Background: an optimization exercise with open tools, aiming at small area, a short achievable clock period and few clock cycles per item. Do not read the settings as production practice.
The RTL was checked by simulation tests, not by an equivalence proof against the original design.

// keyhash
module keyhash (
    input  wire        clk,
    input  wire        rst_n,
    input  wire        req_valid,
    output wire        req_ready,
    input  wire [7:0]  req_ns,
    input  wire [7:0]  req_len,      
    input  wire        key_valid,
    output wire        key_ready,
    input  wire [31:0] key_data,
    output reg         res_valid,
    output wire [63:0] res_hash,
    output wire [15:0] res_fp
);
    localparam [31:0] IV0 = 32'h6a09e667, IV1 = 32'hbb67ae85,
                      IV2 = 32'h3c6ef372, IV3 = 32'ha54ff53a,
                      IV4 = 32'h510e527f, IV5 = 32'h9b05688c,
                      IV6 = 32'h1f83d9ab, IV7 = 32'h5be0cd19;
    reg         run;          
    reg [1:0]   st;           
    reg         rl;           
    reg         ok;           
    reg [5:0]   kc;           
    reg         ld;           
    reg         act;          
    reg         first;        
    reg         last;         
    reg         go;           
    reg [3:0]   wph;          
    reg [3:0]   bph;          
    reg [31:0]  a, b, c, d, e, f, g, h;
    reg [31:0]  p;            
    reg [31:0]  kreg;         
    reg [31:0]  W [0:15];     
    reg [31:0]  R  [0:3];     
    reg [31:0]  RE [0:3];     
    reg         fvalid;
    reg [7:0]   fns;
    reg [7:0]   fml;          
    reg [1:0]   fnb;          
    reg [5:0]   fg;           
    reg [5:0]   fkw;          
    reg         kwl;          
    reg         kn;           
    reg [31:0]  ir;           
    reg         irv;
    reg [7:0]   carry;        
    wire [5:0] mw    = fml[7:2];
    wire [1:0] mb    = fml[1:0];
    wire       w_lt  = (fg < mw);
    wire       w_eq  = (fg == mw);
    wire       w_len = (fg == {fnb, 4'hf});
    wire [5:0] fg1   = fg + 6'd1;
    wire [7:0] b0src = (fg == 6'd0) ? fns : carry;
    reg [31:0] msg;
    integer qq;
    always @(*) begin
        for (qq = 0; qq < 4; qq = qq + 1) begin
            if (w_lt || (w_eq && qq[1:0] < mb))
                msg[31-8*qq -: 8] = (qq == 0) ? b0src : ir[39-8*qq -: 8];
            else if (w_eq && qq[1:0] == mb)
                msg[31-8*qq -: 8] = 8'h80;
            else
  ...
For scale: roughly 140 I/O pins, roughly 51,000 µm² of cells after synthesis.
==> flow/config.mk <==
export PLATFORM = sky130hd
export DESIGN_NAME = keyhash
export DESIGN_NICKNAME = keyhash
export VERILOG_FILES = /design/flow/design.v
export SDC_FILE = /design/flow/constraint.sdc
export NUM_CORES = 4
export LEC_CHECK = 0
export ABC_CLOCK_PERIOD_IN_PS = 4500
export CAP_MARGIN = 20
export CORE_MARGIN = 2
export CORE_UTILIZATION = 40
export CTS_CLUSTER_DIAMETER = 100
export CTS_CLUSTER_SIZE = 20
export PLACE_DENSITY = 0.6
export SLEW_MARGIN = 20
==> flow/constraint.sdc <==
create_clock -name core_clock -period 15.0 [get_ports {clk}]
set_input_delay 3.0000 -clock core_clock [delete_from_list [all_inputs] [get_ports {clk}]]
set_output_delay 3.0000 -clock core_clock [all_outputs]
set_load 0.01 [all_outputs]
standard.sh (not shown) runs the stock make flow with config.mk's settings and CLKGATE_MAP_FILE= SYNTH_SCRIPT=/design/flow/synth_recipe.tcl, a recipe that flattens the netlist after the stock synthesis.
==> flow/flow/run.sh <==
#!/bin/bash
# The standard layout with three changes in how it is made (the SDC is unchanged):
#  - timing repair aims at a 5 ns period (SETUP_SLACK_MARGIN=10),
#  - the port buffers are buf_1 cells,
#  - after the standard synthesis, fix_inv.py removes inverter pairs that Yosys's
#    full-adder extraction leaves around full adders (registers are not touched).
# Each step's full output goes to a log file of its own in this folder.
set -euo pipefail
ARGS=(SETUP_SLACK_MARGIN=10 "BUFFER_PORTS_ARGS=-buffer_cell sky130_fd_sc_hd__buf_1")
RES=orfs/results/sky130hd/keyhash/base
bash standard.sh "${ARGS[@]}" synth > standard_synth.log 2>&1
cp "$RES/1_2_yosys.v" 1_2_yosys.standard.v
python3 flow/fix_inv.py 1_2_yosys.standard.v 1_2_yosys.fixed.v > fix_inv.log 2>&1
cp 1_2_yosys.fixed.v "$RES/1_2_yosys.v"
rm -f "$RES/1_synth.odb" "$RES/1_synth.sdc"
bash standard.sh "${ARGS[@]}" finish > standard_finish.log 2>&1
Other scripts of this flow, unchanged in this note and not shown: flow/flow/fix_inv.py
Testbench counts at the start, summed over its fixed seeds: cycles 236,508, keys 2,400.
Change:
--- a/flow/flow/run.sh
+++ b/flow/flow/run.sh
@@ -8,3 +8,3 @@
 set -euo pipefail
-ARGS=(SETUP_SLACK_MARGIN=10 "BUFFER_PORTS_ARGS=-buffer_cell sky130_fd_sc_hd__buf_1")
+ARGS=(SETUP_SLACK_MARGIN=11 "BUFFER_PORTS_ARGS=-buffer_cell sky130_fd_sc_hd__buf_1")
 RES=orfs/results/sky130hd/keyhash/base
What happened: The new run ran to the end with no violations. Wire length is higher by a few percent. Area after synthesis stays the same. Cell count is higher by a few percent.
Change:
--- a/flow/flow/run.sh
+++ b/flow/flow/run.sh
@@ -8,3 +8,3 @@
 set -euo pipefail
-ARGS=(SETUP_SLACK_MARGIN=11 "BUFFER_PORTS_ARGS=-buffer_cell sky130_fd_sc_hd__buf_1")
+ARGS=(SETUP_SLACK_MARGIN=10.5 "BUFFER_PORTS_ARGS=-buffer_cell sky130_fd_sc_hd__buf_1")
 RES=orfs/results/sky130hd/keyhash/base
What happened:
- The new run finished clean
- flip-flop and latch count does not change
- clock-buffer cell count goes up by 2

========
keyhash, a different RTL version from the one above (not shown whole).
Size in the first run: ~4600 cells after synthesis, roughly 140 I/O pins, roughly 49000 µm² of cells after synthesis.
clock: 15.0 ns
lec_check: 0
abc_clock_period_in_ps: 4500
cap_margin: 20
core_margin: 2
core_utilization: 40
cts_cluster_diameter: 100
cts_cluster_size: 20
place_density: 0.6
slew_margin: 20
==> flow/flow/run.sh <==
#!/bin/bash
# The standard layout with three changes in how it is made (the SDC is unchanged):
#  - timing repair aims at a 5 ns period (SETUP_SLACK_MARGIN=10),
#  - the port buffers are buf_1 cells,
#  - after the standard synthesis, fix_inv.py removes inverter pairs that Yosys's
#    full-adder extraction leaves around full adders (registers are not touched).
# Each step's full output goes to a log file of its own in this folder.
set -euo pipefail
ARGS=(SETUP_SLACK_MARGIN=9.5 "BUFFER_PORTS_ARGS=-buffer_cell sky130_fd_sc_hd__buf_1")
RES=orfs/results/sky130hd/keyhash/base
bash standard.sh "${ARGS[@]}" synth > standard_synth.log 2>&1
cp "$RES/1_2_yosys.v" 1_2_yosys.standard.v
python3 flow/fix_inv.py 1_2_yosys.standard.v 1_2_yosys.fixed.v > fix_inv.log 2>&1
cp 1_2_yosys.fixed.v "$RES/1_2_yosys.v"
rm -f "$RES/1_synth.odb" "$RES/1_synth.sdc"
bash standard.sh "${ARGS[@]}" finish > standard_finish.log 2>&1
Other scripts of this flow, unchanged in this note and not shown: flow/flow/fix_inv.py
The baseline completed with no timing, DRC or antenna violations.
Testbench counts at the start, summed over its fixed seeds: cycles 236,508, keys 2,400.
Edit:
--- a/flow/flow/run.sh
+++ b/flow/flow/run.sh
@@ -7,5 +7,5 @@
 # Each step's full output goes to a log file of its own in this folder.
 set -euo pipefail
-ARGS=(SETUP_SLACK_MARGIN=9.5 "BUFFER_PORTS_ARGS=-buffer_cell sky130_fd_sc_hd__buf_1")
+ARGS=(SETUP_SLACK_MARGIN=10 "BUFFER_PORTS_ARGS=-buffer_cell sky130_fd_sc_hd__buf_1")
 RES=orfs/results/sky130hd/keyhash/base
 bash standard.sh "${ARGS[@]}" synth > standard_synth.log 2>&1
The new run finished clean.
Utilization is higher by 1.1 points.
Via count climbs by 0.55%.

==> re-timing with driven ports <==
The flow's constraints put no driver on any port. The routed layouts listed below were extracted and timed again, unchanged, in two steps. Step 1, drivers: a clkbuf_16 drives clk and a buf_2 each remaining input, both assumed. Step 2 times the ports against the registers' clock, not the clock port: input delays grow and output delays shrink by t, the midpoint of the rising clock arrivals with the driver on. Three values: ideal ports, drivers, drivers and shift; two values: the first two.
| run | shift t [ns] | setup slack, ns | worst slew at a driven data input, ns | cell pins on the clock port's net |
|---|---|---|---|---|
| the first run of note 1 | 0.768 | 10.108 / 10.108 / 9.915 | 0.07 | 1 |
| the second run of note 1 | 0.783 | 10.476 / 10.476 / 10.385 | 0.05 | 1 |
| the third run of note 1 | 0.761 | 10.354 / 10.354 / 9.986 | 0.05 | 1 |
| the first run of note 2 | 0.762 | 9.584 / 9.584 / 9.584 | 0.06 | 1 |
| the second run of note 2 | 0.764 | 10.018 / 10.018 / 9.842 | 0.06 | 1 |
After both steps setup and hold are still met in every run listed. For the third run of note 1, which loses most, drivers alone change the setup slack by 0.000 ns; drivers and shift together by -0.368 ns.
